What follows belongs to an exercise in optimizing a design on an open flow for small area, a short achievable clock period and few clock cycles per item; a production flow would make more cautious choices.
No functional check of the RTL was part of this run.

### flow/design.v
module gst_ecc (
    input  wire        clk,
    input  wire        rst,
    input  wire        req_valid,
    output wire        req_ready,
    input  wire [1:0]  req_op,        
    input  wire [33:0] req_addr,      
    input  wire [31:0] req_origin,
    input  wire [79:0] req_cw,        
    input  wire [63:0] req_wdata,     
    input  wire [7:0]  req_wmask,     
    output reg         rsp_valid,
    input  wire        rsp_ready,
    output wire [63:0] rsp_data,
    output wire        rsp_wr,
    output wire [79:0] rsp_cw,
    output wire [1:0]  rsp_weight,    
    output wire        rsp_poison,
    input  wire        stat_clr,      
    input  wire [1:0]  log_clr,       
    output wire [63:0] eccstat,
    output wire [63:0] ecclog,
    output wire [31:0] eccorg
);
    wire [6:0] s1, s3;
    wire par;
    wire sx_0 = req_cw[24] ^ req_cw[75];
    wire sx_1 = req_cw[25] ^ req_cw[76];
    wire sx_2 = req_cw[55] ^ req_cw[72];
    wire sx_3 = req_cw[58] ^ sx_0;
    wire sx_4 = req_cw[17] ^ req_cw[33];
    wire sx_5 = req_cw[30] ^ req_cw[37];
    wire sx_6 = req_cw[23] ^ req_cw[50];
    wire sx_7 = req_cw[27] ^ req_cw[56];
    wire sx_8 = req_cw[19] ^ req_cw[67];
    wire sx_9 = req_cw[38] ^ req_cw[51];
    wire sx_10 = req_cw[59] ^ req_cw[73];
    wire sx_11 = req_cw[60] ^ req_cw[74];
    wire sx_12 = req_cw[8] ^ req_cw[39];
    wire sx_13 = req_cw[9] ^ req_cw[40];
    wire sx_14 = req_cw[16] ^ req_cw[52];
    wire sx_15 = req_cw[28] ^ req_cw[57];
    wire sx_16 = req_cw[26] ^ req_cw[61];
    wire sx_17 = req_cw[20] ^ req_cw[68];
    wire sx_18 = req_cw[21] ^ req_cw[69];
    wire sx_19 = req_cw[7] ^ sx_6;
    wire sx_20 = req_cw[15] ^ sx_9;
    wire sx_21 = req_cw[49] ^ sx_5;
    wire sx_22 = req_cw[78] ^ sx_3;
    wire sx_23 = sx_1 ^ sx_10;
    wire sx_24 = req_cw[29] ^ req_cw[32];
    wire sx_25 = req_cw[13] ^ req_cw[48];
    wire sx_26 = req_cw[18] ^ req_cw[66];
    wire sx_27 = req_cw[31] ^ req_cw[77];
    wire sx_28 = req_cw[22] ^ sx_7;
    wire sx_29 = req_cw[46] ^ req_cw[71];
    wire sx_30 = req_cw[45] ^ sx_2;
    wire sx_31 = req_cw[10] ^ req_cw[34];
    wire sx_32 = req_cw[14] ^ req_cw[36];
    wire sx_33 = req_cw[11] ^ req_cw[41];
    wire sx_34 = req_cw[12] ^ req_cw[47];
    wire sx_35 = req_cw[43] ^ req_cw[53];
    wire sx_36 = req_cw[35] ^ sx_11;
    wire sx_37 = req_cw[42] ^ sx_15;
    wire sx_38 = req_cw[54] ^ sx_8;
    wire sx_39 = req_cw[62] ^ sx_4;
    wire sx_40 = req_cw[70] ^ sx_16;
    wire sx_41 = sx_12 ^ sx_14;
    wire sx_42 = sx_18 ^ sx_20;
    wire sx_43 = sx_17 ^ sx_26;
    wire sx_44 = sx_21 ^ sx_28;
    wire sx_45 = sx_22 ^ sx_30;
    wire sx_46 = req_cw[5] ^ sx_13;
    wire sx_47 = req_cw[3] ^ sx_19;
    wire sx_48 = req_cw[6] ^ sx_44;
    wire sx_49 = req_cw[44] ^ sx_25;
    wire sx_50 = req_cw[64] ^ sx_24;
    wire sx_51 = req_cw[63] ^ sx_31;
    wire sx_52 = sx_23 ^ sx_29;
    wire sx_53 = sx_27 ^ sx_33;
    wire sx_54 = sx_34 ^ sx_41;
    wire sx_55 = sx_32 ^ sx_43;
    wire sx_56 = req_cw[4] ^ req_cw[65];
    wire sx_57 = req_cw[52] ^ req_cw[53];
    wire sx_58 = req_cw[61] ^ sx_39;
    wire sx_59 = sx_4 ^ sx_42;
    wire sx_60 = sx_2 ^ sx_46;
    wire sx_61 = sx_36 ^ sx_37;
    wire sx_62 = sx_40 ^ sx_45;
    wire sx_63 = sx_35 ^ sx_52;
    wire sx_64 = sx_38 ^ sx_49;
    wire sx_65 = sx_47 ^ sx_51;
    wire sx_66 = req_cw[18] ^ req_cw[42];
    wire sx_67 = req_cw[23] ^ req_cw[39];
    wire sx_68 = req_cw[0] ^ req_cw[75];
    wire sx_69 = req_cw[4] ^ req_cw[72];
    wire sx_70 = req_cw[26] ^ req_cw[65];
    wire sx_71 = req_cw[2] ^ sx_13;
    wire sx_72 = req_cw[51] ^ req_cw[57];
    wire sx_73 = req_cw[54] ^ req_cw[74];
    wire sx_74 = req_cw[1] ^ sx_50;
    wire sx_75 = req_cw[47] ^ sx_8;
    wire sx_76 = req_cw[46] ^ sx_19;
    wire sx_77 = req_cw[13] ^ sx_56;
    wire sx_78 = req_cw[71] ^ sx_1;
    wire sx_79 = req_cw[66] ^ sx_16;
    wire sx_80 = req_cw[25] ^ sx_60;
    wire sx_81 = req_cw[41] ^ sx_48;
    wire sx_82 = req_cw[77] ^ sx_18;
    wire sx_83 = req_cw[37] ^ sx_59;
    wire sx_84 = sx_14 ^ sx_22;
    wire sx_85 = sx_17 ^ sx_27;
    wire sx_86 = sx_20 ^ sx_24;
    wire sx_87 = sx_11 ^ sx_37;
    wire sx_88 = sx_12 ^ sx_36;
    wire sx_89 = req_cw[73] ^ sx_57;
    wire sx_90 = req_cw[76] ^ sx_62;
    wire sx_91 = sx_25 ^ sx_35;
    wire sx_92 = sx_23 ^ sx_40;
    wire sx_93 = sx_29 ^ sx_45;
    wire sx_94 = sx_39 ^ sx_53;
    wire sx_95 = sx_54 ^ sx_63;
    wire sx_96 = sx_55 ^ sx_64;
    wire sx_97 = sx_50 ^ sx_72;
    wire sx_98 = sx_61 ^ sx_65;
    wire sx_99 = sx_54 ^ sx_86;
    wire sx_100 = sx_67 ^ sx_82;
    wire sx_101 = sx_70 ^ sx_89;
    wire sx_102 = sx_84 ^ sx_97;
    wire sx_103 = sx_94 ^ sx_98;
    assign s1[0] = (((sx_44 ^ sx_52) ^ (sx_53 ^ (sx_19 ^ sx_38))) ^ (sx_87 ^ ((sx_68 ^ ((req_cw[14] ^ req_cw[44]) ^ (req_cw[55] ^ req_cw[62]))) ^ sx_42)));
    assign s1[1] = ((sx_99 ^ (sx_87 ^ (sx_85 ^ (((req_cw[43] ^ req_cw[56]) ^ sx_6) ^ (req_cw[63] ^ (req_cw[1] ^ req_cw[22])))))) ^ sx_90);
    assign s1[2] = (sx_102 ^ (sx_63 ^ ((sx_100 ^ sx_58) ^ (sx_71 ^ ((req_cw[30] ^ sx_7) ^ sx_49)))));
    assign s1[3] = ((sx_65 ^ (sx_101 ^ (sx_75 ^ ((req_cw[70] ^ (req_cw[11] ^ req_cw[40])) ^ (sx_66 ^ sx_7))))) ^ (sx_83 ^ sx_93));
    assign s1[4] = (((((sx_69 ^ sx_73) ^ sx_28) ^ (sx_9 ^ ((req_cw[34] ^ req_cw[35]) ^ (req_cw[48] ^ req_cw[64])))) ^ (sx_43 ^ ((req_cw[70] ^ (req_cw[19] ^ req_cw[24])) ^ (sx_15 ^ sx_33)))) ^ sx_95);
    assign s1[5] = (((((req_cw[49] ^ req_cw[58]) ^ (req_cw[71] ^ req_cw[75])) ^ (sx_34 ^ ((req_cw[17] ^ req_cw[20]) ^ (req_cw[29] ^ req_cw[36])))) ^ (sx_100 ^ sx_101)) ^ ((sx_61 ^ sx_64) ^ sx_80));
    assign s1[6] = (((sx_55 ^ (((req_cw[50] ^ (req_cw[10] ^ req_cw[21])) ^ sx_91) ^ (sx_73 ^ ((req_cw[29] ^ req_cw[40]) ^ sx_10)))) ^ sx_81) ^ sx_90);
    assign s3[0] = (((sx_58 ^ sx_60) ^ (sx_75 ^ ((req_cw[56] ^ (req_cw[31] ^ req_cw[38])) ^ (sx_15 ^ sx_68)))) ^ (sx_76 ^ ((sx_23 ^ sx_51) ^ sx_55)));
    assign s3[1] = ((((sx_77 ^ sx_85) ^ (sx_8 ^ ((req_cw[50] ^ req_cw[5]) ^ sx_57))) ^ sx_59) ^ (sx_92 ^ (((req_cw[8] ^ (req_cw[14] ^ req_cw[34])) ^ sx_21) ^ (sx_3 ^ sx_30))));
    assign s3[2] = (((sx_79 ^ sx_91) ^ ((((req_cw[19] ^ req_cw[27]) ^ (req_cw[38] ^ req_cw[68])) ^ (sx_13 ^ sx_5)) ^ (sx_41 ^ sx_78))) ^ sx_103);
    assign s3[3] = (sx_83 ^ ((((sx_32 ^ ((req_cw[28] ^ req_cw[48]) ^ (req_cw[59] ^ req_cw[6]))) ^ sx_74) ^ (sx_76 ^ sx_88)) ^ ((sx_79 ^ (sx_3 ^ sx_53)) ^ sx_80)));
    assign s3[4] = (sx_93 ^ (sx_48 ^ (((sx_26 ^ (req_cw[9] ^ (req_cw[16] ^ req_cw[32]))) ^ (sx_38 ^ sx_77)) ^ (sx_58 ^ sx_88))));
    assign s3[5] = (sx_102 ^ (sx_96 ^ (sx_47 ^ (((req_cw[69] ^ (req_cw[12] ^ req_cw[33])) ^ (sx_11 ^ sx_69)) ^ (sx_21 ^ sx_78)))));
    assign s3[6] = (sx_81 ^ (sx_99 ^ (((sx_66 ^ ((req_cw[33] ^ req_cw[36]) ^ (req_cw[60] ^ req_cw[62]))) ^ sx_92) ^ (sx_71 ^ (((req_cw[65] ^ req_cw[67]) ^ (req_cw[78] ^ req_cw[7])) ^ (sx_0 ^ sx_31))))));
    assign par = (sx_103 ^ ((((sx_42 ^ sx_74) ^ (sx_46 ^ (sx_56 ^ (req_cw[79] ^ (req_cw[0] ^ req_cw[2]))))) ^ (sx_48 ^ sx_96)) ^ (sx_62 ^ sx_95)));
    wire [6:0] w3;
    wire [127:0] w3_tab0 = 128'h85171f397d3521e1ec0715d9c155d956;
    wire [127:0] w3_tab1 = 128'h077bca8c40edde83cfa9b8fae20590f0;
    wire [127:0] w3_tab2 = 128'hd3d8a3c4b729aac8883ed3b1ef77e000;
    wire [127:0] w3_tab3 = 128'h9d7459fd639529fbdb72e2c062284688;
    wire [127:0] w3_tab4 = 128'h76d02a17ab13d34bf22b331b534913bc;
    wire [127:0] w3_tab5 = 128'h7a55ce6bcde0f5c45424a2b9e9a25f80;
    wire [127:0] w3_tab6 = 128'h4ae285f65b8d65a17edf971ddc8880a0;
    assign w3 = {w3_tab6[s1], w3_tab5[s1], w3_tab4[s1], w3_tab3[s1], w3_tab2[s1], w3_tab1[s1], w3_tab0[s1]};
    wire [6:0] t;
    wire [12:0] tm_p;
    assign tm_p[0] = (s3[0] & w3[0]);
    assign tm_p[1] = (s3[0] & w3[1]) ^ (s3[1] & w3[0]);
    assign tm_p[2] = (s3[0] & w3[2]) ^ (s3[1] & w3[1]) ^ (s3[2] & w3[0]);
    assign tm_p[3] = (s3[0] & w3[3]) ^ (s3[1] & w3[2]) ^ (s3[2] & w3[1]) ^ (s3[3] & w3[0]);
    assign tm_p[4] = (s3[0] & w3[4]) ^ (s3[1] & w3[3]) ^ (s3[2] & w3[2]) ^ (s3[3] & w3[1]) ^ (s3[4] & w3[0]);
    assign tm_p[5] = (s3[0] & w3[5]) ^ (s3[1] & w3[4]) ^ (s3[2] & w3[3]) ^ (s3[3] & w3[2]) ^ (s3[4] & w3[1]) ^ (s3[5] & w3[0]);
    assign tm_p[6] = (s3[0] & w3[6]) ^ (s3[1] & w3[5]) ^ (s3[2] & w3[4]) ^ (s3[3] & w3[3]) ^ (s3[4] & w3[2]) ^ (s3[5] & w3[1]) ^ (s3[6] & w3[0]);
    assign tm_p[7] = (s3[1] & w3[6]) ^ (s3[2] & w3[5]) ^ (s3[3] & w3[4]) ^ (s3[4] & w3[3]) ^ (s3[5] & w3[2]) ^ (s3[6] & w3[1]);
    assign tm_p[8] = (s3[2] & w3[6]) ^ (s3[3] & w3[5]) ^ (s3[4] & w3[4]) ^ (s3[5] & w3[3]) ^ (s3[6] & w3[2]);
    assign tm_p[9] = (s3[3] & w3[6]) ^ (s3[4] & w3[5]) ^ (s3[5] & w3[4]) ^ (s3[6] & w3[3]);
    assign tm_p[10] = (s3[4] & w3[6]) ^ (s3[5] & w3[5]) ^ (s3[6] & w3[4]);
    assign tm_p[11] = (s3[5] & w3[6]) ^ (s3[6] & w3[5]);
    assign tm_p[12] = (s3[6] & w3[6]);
    assign t[0] = tm_p[0] ^ tm_p[7] ^ tm_p[11];
    assign t[1] = tm_p[1] ^ tm_p[8] ^ tm_p[12];
    assign t[2] = tm_p[2] ^ tm_p[9];
    assign t[3] = tm_p[3] ^ tm_p[7] ^ tm_p[10] ^ tm_p[11];
    assign t[4] = tm_p[4] ^ tm_p[8] ^ tm_p[11] ^ tm_p[12];
    assign t[5] = tm_p[5] ^ tm_p[9] ^ tm_p[12];
    assign t[6] = tm_p[6] ^ tm_p[10];
    wire [6:0] x1n;
    assign x1n[0] = (((((s1[1] & t[3]) ^ (s1[1] & t[6])) ^ ((s1[2] & t[3]) ^ (s1[2] & t[5]))) ^ (((s1[2] & t[6]) ^ (s1[3] & t[1])) ^ ((s1[3] & t[2]) ^ (s1[3] & t[4])))) ^ ((((s1[4] & t[5]) ^ (s1[4] & t[6])) ^ ((s1[5] & t[4]) ^ (s1[6] & t[2]))) ^ ((s1[6] & t[4]) ^ (s1[6] & t[5]))));
    assign x1n[1] = (((((s1[0] & t[2]) ^ (s1[0] & t[3])) ^ ((s1[0] & t[4]) ^ (s1[0] & t[6]))) ^ (((s1[2] & t[3]) ^ (s1[2] & t[6])) ^ ((s1[3] & t[3]) ^ (s1[3] & t[5])))) ^ ((((s1[3] & t[6]) ^ (s1[4] & t[1])) ^ ((s1[4] & t[2]) ^ (s1[4] & t[4]))) ^ (((s1[5] & t[5]) ^ (s1[5] & t[6])) ^ (s1[6] & t[4]))));
    assign x1n[2] = ((((((s1[0] & t[3]) ^ (s1[0] & t[4])) ^ ((s1[0] & t[6]) ^ (s1[1] & t[2]))) ^ (((s1[1] & t[3]) ^ (s1[1] & t[4])) ^ ((s1[1] & t[6]) ^ (s1[3] & t[3])))) ^ ((((s1[3] & t[6]) ^ (s1[4] & t[3])) ^ ((s1[4] & t[5]) ^ (s1[4] & t[6]))) ^ (((s1[5] & t[1]) ^ (s1[5] & t[2])) ^ ((s1[5] & t[4]) ^ (s1[6] & t[5]))))) ^ (s1[6] & t[6]));
    assign x1n[3] = ((((((s1[0] & t[5]) ^ (s1[0] & t[6])) ^ ((s1[1] & t[4]) ^ (s1[2] & t[2]))) ^ (((s1[2] & t[4]) ^ (s1[2] & t[5])) ^ ((s1[3] & t[1]) ^ (s1[3] & t[2])))) ^ ((((s1[3] & t[4]) ^ (s1[4] & t[3])) ^ ((s1[4] & t[5]) ^ (s1[5] & t[3]))) ^ (((s1[5] & t[4]) ^ (s1[5] & t[5])) ^ ((s1[5] & t[6]) ^ (s1[6] & t[1]))))) ^ (s1[6] & t[5]));
    assign x1n[4] = ((((((s1[0] & t[1]) ^ (s1[0] & t[2])) ^ ((s1[0] & t[4]) ^ (s1[1] & t[5]))) ^ (((s1[1] & t[6]) ^ (s1[2] & t[4])) ^ ((s1[3] & t[2]) ^ (s1[3] & t[4])))) ^ ((((s1[3] & t[5]) ^ (s1[4] & t[1])) ^ ((s1[4] & t[2]) ^ (s1[4] & t[4]))) ^ (((s1[5] & t[3]) ^ (s1[5] & t[5])) ^ ((s1[6] & t[3]) ^ (s1[6] & t[4]))))) ^ ((s1[6] & t[5]) ^ (s1[6] & t[6])));
    assign x1n[5] = ((((((s1[0] & t[3]) ^ (s1[0] & t[5])) ^ ((s1[0] & t[6]) ^ (s1[1] & t[1]))) ^ (((s1[1] & t[2]) ^ (s1[1] & t[4])) ^ ((s1[2] & t[5]) ^ (s1[2] & t[6])))) ^ ((((s1[3] & t[4]) ^ (s1[4] & t[2])) ^ ((s1[4] & t[4]) ^ (s1[4] & t[5]))) ^ (((s1[5] & t[1]) ^ (s1[5] & t[2])) ^ ((s1[5] & t[4]) ^ (s1[6] & t[3]))))) ^ (s1[6] & t[5]));
    assign x1n[6] = ((((((s1[0] & t[3]) ^ (s1[0] & t[6])) ^ ((s1[1] & t[3]) ^ (s1[1] & t[5]))) ^ (((s1[1] & t[6]) ^ (s1[2] & t[1])) ^ ((s1[2] & t[2]) ^ (s1[2] & t[4])))) ^ ((((s1[3] & t[5]) ^ (s1[3] & t[6])) ^ ((s1[4] & t[4]) ^ (s1[5] & t[2]))) ^ (((s1[5] & t[4]) ^ (s1[5] & t[5])) ^ ((s1[6] & t[1]) ^ (s1[6] & t[2]))))) ^ (s1[6] & t[4]));
    wire [6:0] x2n;
    assign x2n[0] = ((((s1[0] ^ (s1[1] & t[3])) ^ ((s1[1] & t[6]) ^ (s1[2] & t[3]))) ^ (((s1[2] & t[5]) ^ (s1[2] & t[6])) ^ ((s1[3] & t[1]) ^ (s1[3] & t[2])))) ^ ((((s1[3] & t[4]) ^ (s1[4] & t[5])) ^ ((s1[4] & t[6]) ^ (s1[5] & t[4]))) ^ (((s1[6] & t[2]) ^ (s1[6] & t[4])) ^ (s1[6] & t[5]))));
    assign x2n[1] = (((((s1[0] & t[2]) ^ (s1[0] & t[3])) ^ ((s1[0] & t[4]) ^ (s1[0] & t[6]))) ^ ((s1[1] ^ (s1[2] & t[3])) ^ ((s1[2] & t[6]) ^ (s1[3] & t[3])))) ^ ((((s1[3] & t[5]) ^ (s1[3] & t[6])) ^ ((s1[4] & t[1]) ^ (s1[4] & t[2]))) ^ (((s1[4] & t[4]) ^ (s1[5] & t[5])) ^ ((s1[5] & t[6]) ^ (s1[6] & t[4])))));
    assign x2n[2] = ((((((s1[0] & t[3]) ^ (s1[0] & t[4])) ^ ((s1[0] & t[6]) ^ (s1[1] & t[2]))) ^ (((s1[1] & t[3]) ^ (s1[1] & t[4])) ^ ((s1[1] & t[6]) ^ s1[2]))) ^ ((((s1[3] & t[3]) ^ (s1[3] & t[6])) ^ ((s1[4] & t[3]) ^ (s1[4] & t[5]))) ^ (((s1[4] & t[6]) ^ (s1[5] & t[1])) ^ ((s1[5] & t[2]) ^ (s1[5] & t[4]))))) ^ ((s1[6] & t[5]) ^ (s1[6] & t[6])));
    assign x2n[3] = ((((((s1[0] & t[5]) ^ (s1[0] & t[6])) ^ ((s1[1] & t[4]) ^ (s1[2] & t[2]))) ^ (((s1[2] & t[4]) ^ (s1[2] & t[5])) ^ ((s1[3] & t[1]) ^ (s1[3] & t[2])))) ^ ((((s1[3] & t[4]) ^ s1[3]) ^ ((s1[4] & t[3]) ^ (s1[4] & t[5]))) ^ (((s1[5] & t[3]) ^ (s1[5] & t[4])) ^ ((s1[5] & t[5]) ^ (s1[5] & t[6]))))) ^ ((s1[6] & t[1]) ^ (s1[6] & t[5])));
    assign x2n[4] = ((((((s1[0] & t[1]) ^ (s1[0] & t[2])) ^ ((s1[0] & t[4]) ^ (s1[1] & t[5]))) ^ (((s1[1] & t[6]) ^ (s1[2] & t[4])) ^ ((s1[3] & t[2]) ^ (s1[3] & t[4])))) ^ ((((s1[3] & t[5]) ^ (s1[4] & t[1])) ^ ((s1[4] & t[2]) ^ (s1[4] & t[4]))) ^ ((s1[4] ^ (s1[5] & t[3])) ^ ((s1[5] & t[5]) ^ (s1[6] & t[3]))))) ^ (((s1[6] & t[4]) ^ (s1[6] & t[5])) ^ (s1[6] & t[6])));
    assign x2n[5] = ((((((s1[0] & t[3]) ^ (s1[0] & t[5])) ^ ((s1[0] & t[6]) ^ (s1[1] & t[1]))) ^ (((s1[1] & t[2]) ^ (s1[1] & t[4])) ^ ((s1[2] & t[5]) ^ (s1[2] & t[6])))) ^ ((((s1[3] & t[4]) ^ (s1[4] & t[2])) ^ ((s1[4] & t[4]) ^ (s1[4] & t[5]))) ^ (((s1[5] & t[1]) ^ (s1[5] & t[2])) ^ ((s1[5] & t[4]) ^ s1[5])))) ^ ((s1[6] & t[3]) ^ (s1[6] & t[5])));
    assign x2n[6] = ((((((s1[0] & t[3]) ^ (s1[0] & t[6])) ^ ((s1[1] & t[3]) ^ (s1[1] & t[5]))) ^ (((s1[1] & t[6]) ^ (s1[2] & t[1])) ^ ((s1[2] & t[2]) ^ (s1[2] & t[4])))) ^ ((((s1[3] & t[5]) ^ (s1[3] & t[6])) ^ ((s1[4] & t[4]) ^ (s1[5] & t[2]))) ^ (((s1[5] & t[4]) ^ (s1[5] & t[5])) ^ ((s1[6] & t[1]) ^ (s1[6] & t[2]))))) ^ ((s1[6] & t[4]) ^ s1[6]));
    wire s1z = (s1 == 7'd0);
    wire cz  = (t == 7'd1);
    wire fue = s1z ? (s3 != 7'd0) : (!cz && (par || !t[0]));
    wire is_w = (req_op == 2'd0);
    wire is_m = (req_op == 2'd2);
    wire is_s = (req_op == 2'd3);
    wire [7:0] kmask = is_w ? 8'hFF : is_m ? req_wmask : 8'h00;
    reg  [63:0] xm;
    integer bi;
    always @(*) begin
        for (bi = 0; bi < 8; bi = bi + 1)
            xm[8*bi +: 8] = kmask[bi] ? req_wdata[8*bi +: 8] : req_cw[14 + 8*bi +: 8];
    end
    reg [63:0] q_x;
    reg [7:0]  q_kmask;
    reg [6:0]  x1, x2;
    reg        q_s1z, q_cz, q_fue, q_par, q_pr;
    reg        q_w, q_m, q_s;
    reg [33:0] q_addr;
    reg [31:0] q_origin;
    wire load = !rsp_valid || rsp_ready;
    assign req_ready = load;
    always @(posedge clk) begin
        if (rst)
            rsp_valid <= 1'b0;
        else if (load)
            rsp_valid <= req_valid;
        if (load) begin
            q_x      <= xm;
            q_kmask  <= kmask;
            x1       <= x1n;
            x2       <= x2n;
            q_s1z    <= s1z;
            q_cz     <= cz;
            q_fue    <= fue;
            q_par    <= par;
            q_pr     <= req_cw[78];
            q_w      <= is_w;
            q_m      <= is_m;
            q_s      <= is_s;
            q_addr   <= req_addr;
            q_origin <= req_origin;
        end
    end
    wire       v1, p1;
    wire [127:0] v1_tab0 = 128'h341efc53e5ef4f6366edbbb9ab551f7e;
    assign v1 = {v1_tab0[x1]};
    wire [127:0] p1_tab0 = 128'h00000000000040000000000000000000;
    assign p1 = {p1_tab0[x1]};
    wire       v2, p2;
    wire [127:0] v2_tab0 = 128'h341efc53e5ef4f6366edbbb9ab551f7e;
    assign v2 = {v2_tab0[x2]};
    wire [127:0] p2_tab0 = 128'h00000000000040000000000000000000;
    assign p2 = {p2_tab0[x2]};
    wire       ue = q_fue || (!q_s1z && (!v2 || (!q_cz && !v1)));
    wire [1:0] w  = q_s1z ? {1'b0, q_par} : (q_cz && q_par) ? 2'd1 : 2'd2;
    wire       pz = !ue && (q_pr ^ p1 ^ p2);
    assign rsp_weight = q_w ? 2'd0 : ue ? 2'd3 : w;
    assign rsp_poison = !q_w && pz;
    assign rsp_wr     = q_w || q_m || (q_s && !pz && (ue || w != 2'd0));
    wire   enc_p      = (q_m && (ue || pz)) || (q_s && ue);
    wire   q_report   = !q_w && !(q_s && pz);
    wire   q_scrub    = q_s;
    reg [63:0] en;
    integer bj;
    always @(*) begin
        for (bj = 0; bj < 8; bj = bj + 1)
            en[8*bj +: 8] = {8{!ue && !q_kmask[bj]}};
    end
    wire [63:0] h1, h2;
    assign h1[0] = (x1 == 7'd65);
    assign h1[1] = (x1 == 7'd11);
    assign h1[2] = (x1 == 7'd22);
    assign h1[3] = (x1 == 7'd44);
    assign h1[4] = (x1 == 7'd88);
    assign h1[5] = (x1 == 7'd57);
    assign h1[6] = (x1 == 7'd114);
    assign h1[7] = (x1 == 7'd109);
    assign h1[8] = (x1 == 7'd83);
    assign h1[9] = (x1 == 7'd47);
    assign h1[10] = (x1 == 7'd94);
    assign h1[11] = (x1 == 7'd53);
    assign h1[12] = (x1 == 7'd106);
    assign h1[13] = (x1 == 7'd93);
    assign h1[14] = (x1 == 7'd51);
    assign h1[15] = (x1 == 7'd102);
    assign h1[16] = (x1 == 7'd69);
    assign h1[17] = (x1 == 7'd3);
    assign h1[18] = (x1 == 7'd6);
    assign h1[19] = (x1 == 7'd12);
    assign h1[20] = (x1 == 7'd24);
    assign h1[21] = (x1 == 7'd48);
    assign h1[22] = (x1 == 7'd96);
    assign h1[23] = (x1 == 7'd73);
    assign h1[24] = (x1 == 7'd27);
    assign h1[25] = (x1 == 7'd54);
    assign h1[26] = (x1 == 7'd108);
    assign h1[27] = (x1 == 7'd81);
    assign h1[28] = (x1 == 7'd43);
    assign h1[29] = (x1 == 7'd86);
    assign h1[30] = (x1 == 7'd37);
    assign h1[31] = (x1 == 7'd74);
    assign h1[32] = (x1 == 7'd29);
    assign h1[33] = (x1 == 7'd58);
    assign h1[34] = (x1 == 7'd116);
    assign h1[35] = (x1 == 7'd97);
    assign h1[36] = (x1 == 7'd75);
    assign h1[37] = (x1 == 7'd31);
    assign h1[38] = (x1 == 7'd62);
    assign h1[39] = (x1 == 7'd124);
    assign h1[40] = (x1 == 7'd113);
    assign h1[41] = (x1 == 7'd107);
    assign h1[42] = (x1 == 7'd95);
    assign h1[43] = (x1 == 7'd55);
    assign h1[44] = (x1 == 7'd110);
    assign h1[45] = (x1 == 7'd85);
    assign h1[46] = (x1 == 7'd35);
    assign h1[47] = (x1 == 7'd70);
    assign h1[48] = (x1 == 7'd5);
    assign h1[49] = (x1 == 7'd10);
    assign h1[50] = (x1 == 7'd20);
    assign h1[51] = (x1 == 7'd40);
    assign h1[52] = (x1 == 7'd80);
    assign h1[53] = (x1 == 7'd41);
    assign h1[54] = (x1 == 7'd82);
    assign h1[55] = (x1 == 7'd45);
    assign h1[56] = (x1 == 7'd90);
    assign h1[57] = (x1 == 7'd61);
    assign h1[58] = (x1 == 7'd122);
    assign h1[59] = (x1 == 7'd125);
    assign h1[60] = (x1 == 7'd115);
    assign h1[61] = (x1 == 7'd111);
    assign h1[62] = (x1 == 7'd87);
    assign h1[63] = (x1 == 7'd39);
    assign h2[0] = (x2 == 7'd65);
    assign h2[1] = (x2 == 7'd11);
    assign h2[2] = (x2 == 7'd22);
    assign h2[3] = (x2 == 7'd44);
    assign h2[4] = (x2 == 7'd88);
    assign h2[5] = (x2 == 7'd57);
    assign h2[6] = (x2 == 7'd114);
    assign h2[7] = (x2 == 7'd109);
    assign h2[8] = (x2 == 7'd83);
    assign h2[9] = (x2 == 7'd47);
    assign h2[10] = (x2 == 7'd94);
    assign h2[11] = (x2 == 7'd53);
    assign h2[12] = (x2 == 7'd106);
    assign h2[13] = (x2 == 7'd93);
    assign h2[14] = (x2 == 7'd51);
    assign h2[15] = (x2 == 7'd102);
    assign h2[16] = (x2 == 7'd69);
    assign h2[17] = (x2 == 7'd3);
    assign h2[18] = (x2 == 7'd6);
    assign h2[19] = (x2 == 7'd12);
    assign h2[20] = (x2 == 7'd24);
    assign h2[21] = (x2 == 7'd48);
    assign h2[22] = (x2 == 7'd96);
    assign h2[23] = (x2 == 7'd73);
    assign h2[24] = (x2 == 7'd27);
    assign h2[25] = (x2 == 7'd54);
    assign h2[26] = (x2 == 7'd108);
    assign h2[27] = (x2 == 7'd81);
    assign h2[28] = (x2 == 7'd43);
    assign h2[29] = (x2 == 7'd86);
    assign h2[30] = (x2 == 7'd37);
    assign h2[31] = (x2 == 7'd74);
    assign h2[32] = (x2 == 7'd29);
    assign h2[33] = (x2 == 7'd58);
    assign h2[34] = (x2 == 7'd116);
    assign h2[35] = (x2 == 7'd97);
    assign h2[36] = (x2 == 7'd75);
    assign h2[37] = (x2 == 7'd31);
    assign h2[38] = (x2 == 7'd62);
    assign h2[39] = (x2 == 7'd124);
    assign h2[40] = (x2 == 7'd113);
    assign h2[41] = (x2 == 7'd107);
    assign h2[42] = (x2 == 7'd95);
    assign h2[43] = (x2 == 7'd55);
    assign h2[44] = (x2 == 7'd110);
    assign h2[45] = (x2 == 7'd85);
    assign h2[46] = (x2 == 7'd35);
    assign h2[47] = (x2 == 7'd70);
    assign h2[48] = (x2 == 7'd5);
    assign h2[49] = (x2 == 7'd10);
    assign h2[50] = (x2 == 7'd20);
    assign h2[51] = (x2 == 7'd40);
    assign h2[52] = (x2 == 7'd80);
    assign h2[53] = (x2 == 7'd41);
    assign h2[54] = (x2 == 7'd82);
    assign h2[55] = (x2 == 7'd45);
    assign h2[56] = (x2 == 7'd90);
    assign h2[57] = (x2 == 7'd61);
    assign h2[58] = (x2 == 7'd122);
    assign h2[59] = (x2 == 7'd125);
    assign h2[60] = (x2 == 7'd115);
    assign h2[61] = (x2 == 7'd111);
    assign h2[62] = (x2 == 7'd87);
    assign h2[63] = (x2 == 7'd39);
    assign rsp_data = q_x ^ ((h1 ^ h2) & en);
    wire [64:0] info = {enc_p, rsp_data};
    wire [13:0] chk;
    wire cpar;
    wire ex_0 = info[3] ^ info[14];
    wire ex_1 = info[17] ^ info[43];
    wire ex_2 = info[0] ^ info[22];
    wire ex_3 = info[1] ^ info[23];
    wire ex_4 = info[2] ^ info[24];
    wire ex_5 = info[4] ^ info[26];
    wire ex_6 = info[5] ^ info[27];
    wire ex_7 = info[25] ^ info[30];
    wire ex_8 = info[13] ^ info[46];
    wire ex_9 = info[31] ^ info[47];
    wire ex_10 = info[37] ^ info[62];
    wire ex_11 = info[38] ^ info[63];
    wire ex_12 = info[9] ^ info[29];
    wire ex_13 = info[18] ^ info[44];
    wire ex_14 = info[6] ^ info[61];
    wire ex_15 = info[33] ^ info[58];
    wire ex_16 = info[32] ^ ex_5;
    wire ex_17 = info[39] ^ info[64];
    wire ex_18 = info[50] ^ info[53];
    wire ex_19 = info[56] ^ ex_0;
    wire ex_20 = ex_7 ^ ex_9;
    wire ex_21 = info[12] ^ info[45];
    wire ex_22 = info[10] ^ info[48];
    wire ex_23 = info[11] ^ info[49];
    wire ex_24 = info[28] ^ info[42];
    wire ex_25 = info[7] ^ ex_10;
    wire ex_26 = info[40] ^ ex_2;
    wire ex_27 = info[41] ^ ex_3;
    wire ex_28 = info[52] ^ ex_1;
    wire ex_29 = info[55] ^ ex_4;
    wire ex_30 = info[57] ^ ex_8;
    wire ex_31 = info[60] ^ ex_6;
    wire ex_32 = info[20] ^ info[59];
    wire ex_33 = info[21] ^ ex_11;
    wire ex_34 = info[19] ^ ex_14;
    wire ex_35 = info[15] ^ ex_30;
    wire ex_36 = info[54] ^ ex_20;
    wire ex_37 = ex_16 ^ ex_18;
    wire ex_38 = ex_21 ^ ex_22;
    wire ex_39 = ex_15 ^ ex_31;
    wire ex_40 = info[16] ^ info[50];
    wire ex_41 = info[8] ^ ex_13;
    wire ex_42 = info[34] ^ info[59];
    wire ex_43 = info[35] ^ ex_17;
    wire ex_44 = info[51] ^ ex_12;
    wire ex_45 = info[29] ^ ex_39;
    wire ex_46 = info[44] ^ ex_24;
    wire ex_47 = info[54] ^ ex_26;
    wire ex_48 = ex_11 ^ ex_27;
    wire ex_49 = ex_23 ^ ex_29;
    wire ex_50 = ex_25 ^ ex_32;
    wire ex_51 = ex_19 ^ ex_38;
    wire ex_52 = info[14] ^ info[33];
    wire ex_53 = info[13] ^ info[49];
    wire ex_54 = info[0] ^ ex_0;
    wire ex_55 = info[8] ^ info[61];
    wire ex_56 = info[26] ^ info[43];
    wire ex_57 = info[30] ^ info[45];
    wire ex_58 = info[40] ^ info[42];
    wire ex_59 = info[10] ^ ex_13;
    wire ex_60 = info[24] ^ ex_8;
    wire ex_61 = info[4] ^ ex_28;
    wire ex_62 = info[1] ^ ex_33;
    wire ex_63 = info[36] ^ info[63];
    wire ex_64 = info[36] ^ info[64];
    wire ex_65 = info[51] ^ info[55];
    wire ex_66 = info[23] ^ ex_19;
    wire ex_67 = info[11] ^ ex_36;
    wire ex_68 = info[48] ^ ex_1;
    wire ex_69 = info[27] ^ ex_23;
    wire ex_70 = info[7] ^ ex_45;
    wire ex_71 = info[37] ^ ex_17;
    wire ex_72 = info[5] ^ ex_49;
    wire ex_73 = info[12] ^ ex_46;
    wire ex_74 = info[16] ^ ex_50;
    wire ex_75 = info[46] ^ ex_20;
    wire ex_76 = info[28] ^ ex_42;
    wire ex_77 = info[60] ^ ex_12;
    wire ex_78 = info[34] ^ ex_40;
    wire ex_79 = info[32] ^ ex_47;
    wire ex_80 = ex_4 ^ ex_34;
    wire ex_81 = info[62] ^ ex_43;
    wire ex_82 = ex_14 ^ ex_29;
    wire ex_83 = ex_27 ^ ex_35;
    wire ex_84 = ex_26 ^ ex_37;
    wire ex_85 = ex_24 ^ ex_41;
    wire ex_86 = ex_34 ^ ex_44;
    wire ex_87 = ex_28 ^ ex_53;
    wire ex_88 = ex_35 ^ ex_68;
    wire ex_89 = ex_51 ^ ex_56;
    wire ex_90 = ex_48 ^ ex_60;
    wire ex_91 = ex_66 ^ ex_84;
    assign chk[0] = (ex_88 ^ ((((ex_52 ^ ex_57) ^ ex_41) ^ (ex_6 ^ (ex_18 ^ ex_2))) ^ ((ex_71 ^ ex_76) ^ ex_86)));
    assign chk[1] = (((ex_39 ^ ex_47) ^ ex_74) ^ (ex_87 ^ ((((info[38] ^ info[57]) ^ ex_18) ^ (ex_22 ^ ex_3)) ^ ((ex_55 ^ ex_9) ^ ex_43))));
    assign chk[2] = ((ex_49 ^ (ex_33 ^ (((info[19] ^ info[43]) ^ ex_10) ^ (ex_57 ^ ex_64)))) ^ (ex_83 ^ (ex_45 ^ ex_79)));
    assign chk[3] = (((ex_73 ^ ex_75) ^ (ex_78 ^ (ex_19 ^ ex_71))) ^ (ex_82 ^ ((ex_32 ^ (info[22] ^ ex_15)) ^ ex_48)));
    assign chk[4] = (ex_91 ^ ((ex_75 ^ ex_80) ^ (ex_85 ^ (((info[35] ^ info[38]) ^ (info[9] ^ (info[21] ^ info[33]))) ^ (ex_25 ^ ex_31)))));
    assign chk[5] = (((ex_59 ^ ((info[17] ^ ex_64) ^ ex_54)) ^ ex_90) ^ (ex_50 ^ (ex_36 ^ ex_37)));
    assign chk[6] = ((((ex_42 ^ (ex_1 ^ ex_2)) ^ ex_37) ^ (ex_62 ^ ex_82)) ^ ((ex_77 ^ (ex_30 ^ ex_46)) ^ ex_67));
    assign chk[7] = (ex_70 ^ (ex_89 ^ (((ex_13 ^ ex_3) ^ (ex_65 ^ ((info[22] ^ info[2]) ^ (info[32] ^ info[61])))) ^ (ex_36 ^ ex_81))));
    assign chk[8] = ((((((info[18] ^ info[31]) ^ ex_10) ^ (ex_17 ^ ex_63)) ^ (ex_28 ^ ex_44)) ^ ex_72) ^ ex_91);
    assign chk[9] = (((ex_51 ^ ex_61) ^ (ex_76 ^ (ex_55 ^ ((info[25] ^ info[39]) ^ ex_12)))) ^ (ex_79 ^ ex_90));
    assign chk[10] = ((((ex_7 ^ ((info[47] ^ info[53]) ^ ex_5)) ^ ex_81) ^ (ex_77 ^ ((ex_52 ^ ex_58) ^ ex_59))) ^ (ex_72 ^ ex_83));
    assign chk[11] = ((ex_67 ^ ex_89) ^ (ex_80 ^ (((info[58] ^ (info[15] ^ info[41])) ^ ex_78) ^ (ex_63 ^ (ex_58 ^ ex_6)))));
    assign chk[12] = ((((ex_65 ^ ((info[35] ^ info[3]) ^ (info[41] ^ info[64]))) ^ ex_73) ^ (ex_69 ^ ((info[6] ^ (info[25] ^ info[31])) ^ ex_16))) ^ (ex_74 ^ ex_88));
    assign chk[13] = ((((((info[14] ^ info[36]) ^ (info[47] ^ info[56])) ^ (ex_21 ^ ex_40)) ^ (ex_16 ^ ex_33)) ^ (ex_85 ^ ex_87)) ^ ex_70);
    assign cpar = ((ex_62 ^ ex_86) ^ (((ex_15 ^ (info[57] ^ (info[20] ^ info[2]))) ^ (ex_25 ^ ex_38)) ^ ((ex_54 ^ ex_69) ^ ex_61)));
    assign rsp_cw = {cpar, info, chk};
    reg [31:0] ce1_cnt;
    reg [15:0] ce2_cnt;
    reg [15:0] ue_cnt;
    reg [33:0] log_addr;
    reg [1:0]  log_weight;
    reg        log_poison;
    reg        log_scrub;
    reg        log_valid;
    reg        log_ovf;
    reg [31:0] org;
    wire       rsp_fire  = rsp_valid && rsp_ready;
    wire       ev_bad    = rsp_poison || (rsp_weight == 2'd3);
    wire       ev_ce1    = rsp_fire && q_report && !ev_bad && (rsp_weight == 2'd1);
    wire       ev_ce2    = rsp_fire && q_report && !ev_bad && (rsp_weight == 2'd2);
    wire       ev_ue     = rsp_fire && q_report && ev_bad;
    wire       ev_log    = ev_ce1 || ev_ce2 || ev_ue;
    wire [31:0] ce1_base = stat_clr ? 32'd0 : ce1_cnt;
    wire [15:0] ce2_base = stat_clr ? 16'd0 : ce2_cnt;
    wire [15:0] ue_base  = stat_clr ? 16'd0 : ue_cnt;
    wire        valid_base = log_valid && !log_clr[0];
    wire        ovf_base   = log_ovf && !log_clr[1];
    always @(posedge clk) begin
        if (rst) begin
            ce1_cnt    <= 32'd0;
            ce2_cnt    <= 16'd0;
            ue_cnt     <= 16'd0;
            log_addr   <= 34'd0;
            log_weight <= 2'd0;
            log_poison <= 1'b0;
            log_scrub  <= 1'b0;
            log_valid  <= 1'b0;
            log_ovf    <= 1'b0;
            org        <= 32'd0;
        end else begin
            ce1_cnt <= (ev_ce1 && ce1_base != 32'hFFFF_FFFF) ? ce1_base + 32'd1 : ce1_base;
            ce2_cnt <= (ev_ce2 && ce2_base != 16'hFFFF) ? ce2_base + 16'd1 : ce2_base;
            ue_cnt  <= (ev_ue  && ue_base  != 16'hFFFF) ? ue_base  + 16'd1 : ue_base;
            log_valid <= valid_base || ev_log;
            log_ovf   <= ovf_base || (ev_log && valid_base);
            if (ev_log && !valid_base) begin
                log_addr   <= q_addr;
                log_weight <= ev_bad ? 2'd3 : rsp_weight;
                log_poison <= rsp_poison;
                log_scrub  <= q_scrub;
                org        <= q_origin;
            end
        end
    end
    assign eccstat = {ue_cnt, ce2_cnt, ce1_cnt};
    assign ecclog  = {21'd0, log_ovf, log_valid, log_scrub, log_poison, log_weight, log_addr, 3'd0};
    assign eccorg  = org;
endmodule
### flow/flow/run.sh
#!/bin/bash
# The standard layout, with the ports buffered by the smallest buffer
# (sky130_fd_sc_hd__buf_1) instead of the default delay buffer, and timing
# repair aiming 13 ns below the clock period.
set -euo pipefail
bash standard.sh "BUFFER_PORTS_ARGS=-buffer_cell sky130_fd_sc_hd__buf_1" SETUP_SLACK_MARGIN=13 finish > standard_flow.log 2>&1
### flow/standard.sh
#!/bin/bash
# synth_recipe.tcl (not shown) runs the flow's synth.tcl, then flattens the netlist and writes it again
# the make line also repeats each setting of config.mk as NAME=value (left out here)
make -C /OpenROAD-flow-scripts/flow DESIGN_CONFIG=/design/flow/config.mk WORK_HOME=/design/flow/orfs CLKGATE_MAP_FILE= SYNTH_SCRIPT=/design/flow/synth_recipe.tcl "${@:-finish}"
### flow/config.mk
export PLATFORM = sky130hd
export DESIGN_NAME = gst_ecc
export DESIGN_NICKNAME = gst_ecc
export VERILOG_FILES = /design/flow/design.v
export SDC_FILE = /design/flow/constraint.sdc
export NUM_CORES = 4
export LEC_CHECK = 0
export CAP_MARGIN = 20
export CORE_MARGIN = 2
export CORE_UTILIZATION = 40
export SLEW_MARGIN = 20
### flow/constraint.sdc
create_clock -name core_clock -period 25.0 [get_ports {clk}]
set_input_delay 5.0000 -clock core_clock [delete_from_list [all_inputs] [get_ports {clk}]]
set_output_delay 5.0000 -clock core_clock [all_outputs]
set_load 0.01 [all_outputs]
==> run notes <==
- The flow ran to the end and the layout has no timing, DRC or antenna violations.
- The die span in y is 249.6 um.
- Across all layers, the routed design uses 20610 vias.
- The largest area contributor in the netlist is sky130_fd_sc_hd__xnor2_1.
- The arrival time at the worst endpoint is 12.07 ns.
- The required time of the worst setup path is 25.31 ns.
- The type of the setup path with the least slack is in -> reg.
- The number of port buffers is 512.
- By area the synthesized netlist is led by sky130_fd_sc_hd__xnor2_1, sky130_fd_sc_hd__edfxtp_1, sky130_fd_sc_hd__dfxtp_1.
- The initial antenna violation count is 11.
- For this run, design rule violations remaining after detail routing come to 0.
- The average cell area after synthesis is 8.962 um2.
- The number of max-capacitance violations reported is 0.
- The share of flip-flops with an asynchronous set or reset after synthesis is 0.
- The via count of the first global-routing pass is 19030.
- The clock period minus worst slack is 11.75 ns.
- The total overflow reported by the global router is 0.
- In this run the number of H-tree levels came out at 1.
- The number of buffers added by the clock tree synthesis step is 29.
- Synthesis produced 2692 cells.
- In this run, synthesis produced a sequential element count of 297.
- Of the available clock period, the critical path in the final layout requires 0.4701.
- The via density per instance is 5.329.
- Ranked by instance count, the synthesized netlist is headed by sky130_fd_sc_hd__xnor2_1, sky130_fd_sc_hd__nor2_1, sky130_fd_sc_hd__nand2_1.
- The worst relative slew slack is 0.2277.
- The most used flip-flop cell after synthesis is sky130_fd_sc_hd__edfxtp_1.
- The top-level I/O count is 537.
- The longest clock path from root to sink contains 3 buffers.
- The met3 capacity usage during global routing is 0.04787.
- The area added between synthesis and finish is 12.70%.
- The layout cell share with drive strength beyond 1 is 0.06335.
- After synthesis, the netlist uses 85 different library cells.
- The element type at the critical path end is a flop.
- The clock net in this run drives a total of 297 sinks.
- At the end of the flow the core is filled with cells to 0.4530.
- In the final routed layout, each cell accounts on average for 21.75 um.
- The initial utilization of the core area, before any placement, comes to 0.4019.
- The iteration count of the initial detailed-routing pass is 6.
- For met1 alone, demand over resource in global routing was 0.3559.
- The width of the die is 249.6 um.
- For the final database, setup skew stands at 0.01750 ns.
- The fraction of synthesized cell area taken by the top area cell type is 0.2095.
- The met2 routing resource usage after global routing is 0.4148.
- Yosys mapped a number of flops with a built-in enable equal to 160.
- After global routing, the most crowded layer is met2.
- In this run the remaining antenna-violating nets after routing total 0.
- In this run, the number of DRC markers left after iteration 0 of detailed routing was 2357.
- The post-synthesis sequential area ratio is 0.3128.
- The CTS tree is done.
- The number of nets in the layout is 3305.
- Entering global routing, the biggest net connects 76 pins.
- For the final routed database, the setup TNS stands at 0 ns.
- Static timing analysis puts the maximum clock frequency at 85.08 MHz.
- For this run, the number of Yosys warnings is 1.
- After clock tree synthesis, the flow added hold-fix buffers numbering 0.
- For this run, the total global-route usage over all layers was measured as 0.2581.
- The later pin in the worst-skew pair is clocked with a latency of 0.58 ns.
- In this run the post-CTS setup repair buffer count came out at 0.
- The worst setup path is launched from an input port.
- Setup repair after global routing left no endpoint under its margin.
- At the pin with the least slew margin, the transition time is 1.159 ns.
- Of all nets on the critical path, the largest fanout is 75.
- The number of pins exceeding their max-slew limit in the final report came to 0.
- Row generation in the floorplan step produced 90 rows.
- The synthesized area is 24120 um2.
- The HPWL after detailed placement is 65020 um.
- CTS placed an instance of sky130_fd_sc_hd__clkbuf_16 at the clock tree root.
- The final RePlAce weighted congestion is 1.062.
- The first global-routing pass estimated 122800 um of wire.
- Clock-pin slew was measured on the worst setup and hold paths at 0.06 ns.
- The floorplan step defined a core boundary enclosing 60020 um2.
- The die covers 62290 um2.
- The final setup violation count is 0.
- Yosys instantiated no cell more often than sky130_fd_sc_hd__xnor2_1.
- The final-report hold violation count came to 0.
- The path type of the worst min-delay path is reg -> reg.
- Post-CTS repair changed the size of 3 cells.
- The total wire length is 84100 um.
per-layer routing:
layer / up-vias / routed length, um / part of all wire
li1: 9589 / - / -
met1: 9940 / 35580 / 0.42
met2: 918 / 38780 / 0.46
met3: 153 / 7319 / 0.087
met4: 6 / 2391 / 0.028
met5: - / 35 / 0.00042
per-stage QoR:
stage	worst slack, ns	instances	hold WS [ns]	area [um2]
after floorplan	13.52	2715	0.4367	24220
after global placement	12.15	3806	0.4409	26020
after detailed placement	12.04	3806	0.4451	26020
after CTS	13.11	3860	0.4541	27120
after global routing	13.02	3862	0.4712	27170
final	13.25	3867	0.4509	27190
worst paths after layout:
path	slack [ns]	depth (start not counted)	endpoint	startpoint
setup / recovery	13.25	20	x2[0]	req_cw[23]
hold / removal	0.45	2	org[2]	org[2]
setup reg to reg	19.80	18	ce1_cnt[30]	x1[1]
hold reg to reg	0.45	2	org[2]	org[2]
registers in the layout (all words and copies together) (netlist names), 2 cells and up:
name / count
org: 32
x1: 7
log_addr: 34
q_kmask: 8
log_weight: 2
ce1_cnt: 32
q_origin: 32
x2: 7
ce2_cnt: 16
q_addr: 34
ue_cnt: 16
q_x: 64
cell usage in the layout, fill, tap and decap left out, drive strengths merged, types with 13 or more instances in the layout:
cell    instances
xnor2         581
buf           531
nor2          377
nand2         250
edfxtp        160
a21oi         148
dfxtp         137
inv           100
xor2           92
nand3          72
mux2           69
xnor3          55
o21ai          55
nor3           41
clkbuf         35
nor2b          26
nand2b         25
conb           24
mux2i          23
ha             23
xor3           17
or3            16
and3           16
nand4          13
layout make-up:
| type | count | area [um2] |
|---|---|---|
| Inverter | 98 | 372.9 |
| Clock inverter | 20 | 326.6 |
| Fill cell | 5997 | 32830 |
| Multi-Input combinational cell | 2097 | 15100 |
| Timing Repair Buffer | 532 | 2076 |
| Tap cell | 782 | 978.4 |
| Antenna cell | 7 | 17.52 |
| Clock buffer | 34 | 764.5 |
| Sequential cell | 297 | 7547 |
worst max-delay path, stage by stage:
cell and delay, ns:
sky130_fd_sc_hd__buf_1 0.36, sky130_fd_sc_hd__xnor3_1 0.53, sky130_fd_sc_hd__xnor3_1 0.55, sky130_fd_sc_hd__xor3_1 0.43
sky130_fd_sc_hd__xor3_2 0.22, sky130_fd_sc_hd__buf_4 0.61, sky130_fd_sc_hd__nand2_1 0.28, sky130_fd_sc_hd__a221oi_1 0.47
sky130_fd_sc_hd__a2111oi_0 0.14, sky130_fd_sc_hd__or4_1 0.65, sky130_fd_sc_hd__nor2_1 0.16, sky130_fd_sc_hd__xor3_2 0.50
sky130_fd_sc_hd__xnor3_1 0.40, sky130_fd_sc_hd__xnor3_2 0.43, sky130_fd_sc_hd__xnor2_2 0.25, sky130_fd_sc_hd__or2_1 0.27
sky130_fd_sc_hd__a221o_1 0.35, sky130_fd_sc_hd__o221a_2 0.14, sky130_fd_sc_hd__xnor2_2 0.14, sky130_fd_sc_hd__xnor2_1 0.12
cell families (layout without fill, tap and decap cells):
| group | after synthesis | after routing | share of synthesized area |
|---|---|---|---|
| muxes | 94 | 94 | 0.04362 |
| DFF | 297 | 297 | 0.3128 |
| adders and majority gates | 23 | 23 | 0.01193 |
| buffers and inverters | 321 | 684 | 0.06810 |
| other | 1 | 31 | 0.0001554 |
| AOI/OAI and AO/OA | 330 | 330 | 0.08796 |
| and+or+nand+nor | 881 | 881 | 0.1593 |
| xor gates and xnor gates | 745 | 745 | 0.3161 |

==> re-timing with driven ports <==
Ports are ideal in the flow. The routed layout listed here was re-timed in OpenROAD.
Step 1 assumes that a clkbuf_16 drives the clock port and a buf_2 every other input.
Step 2 times the ports against the registers' clock, not the clock port: input delays grow and output delays shrink by t, the midpoint of the rising clock arrivals with the driver on.
Slacks: ideal / step 1 / step 2; pairs: ideal / step 1.
t (ns): 0.626
slack for setup (ns): 13.247 / 13.263 / 12.637
worst register clock-pin slew, ns: 0.08 / 0.08
cell pins on the clock port's net: 1
After both steps setup and hold are still met in this run. For this run, drivers alone change the setup slack by +0.016 ns; drivers and shift together by -0.610 ns.
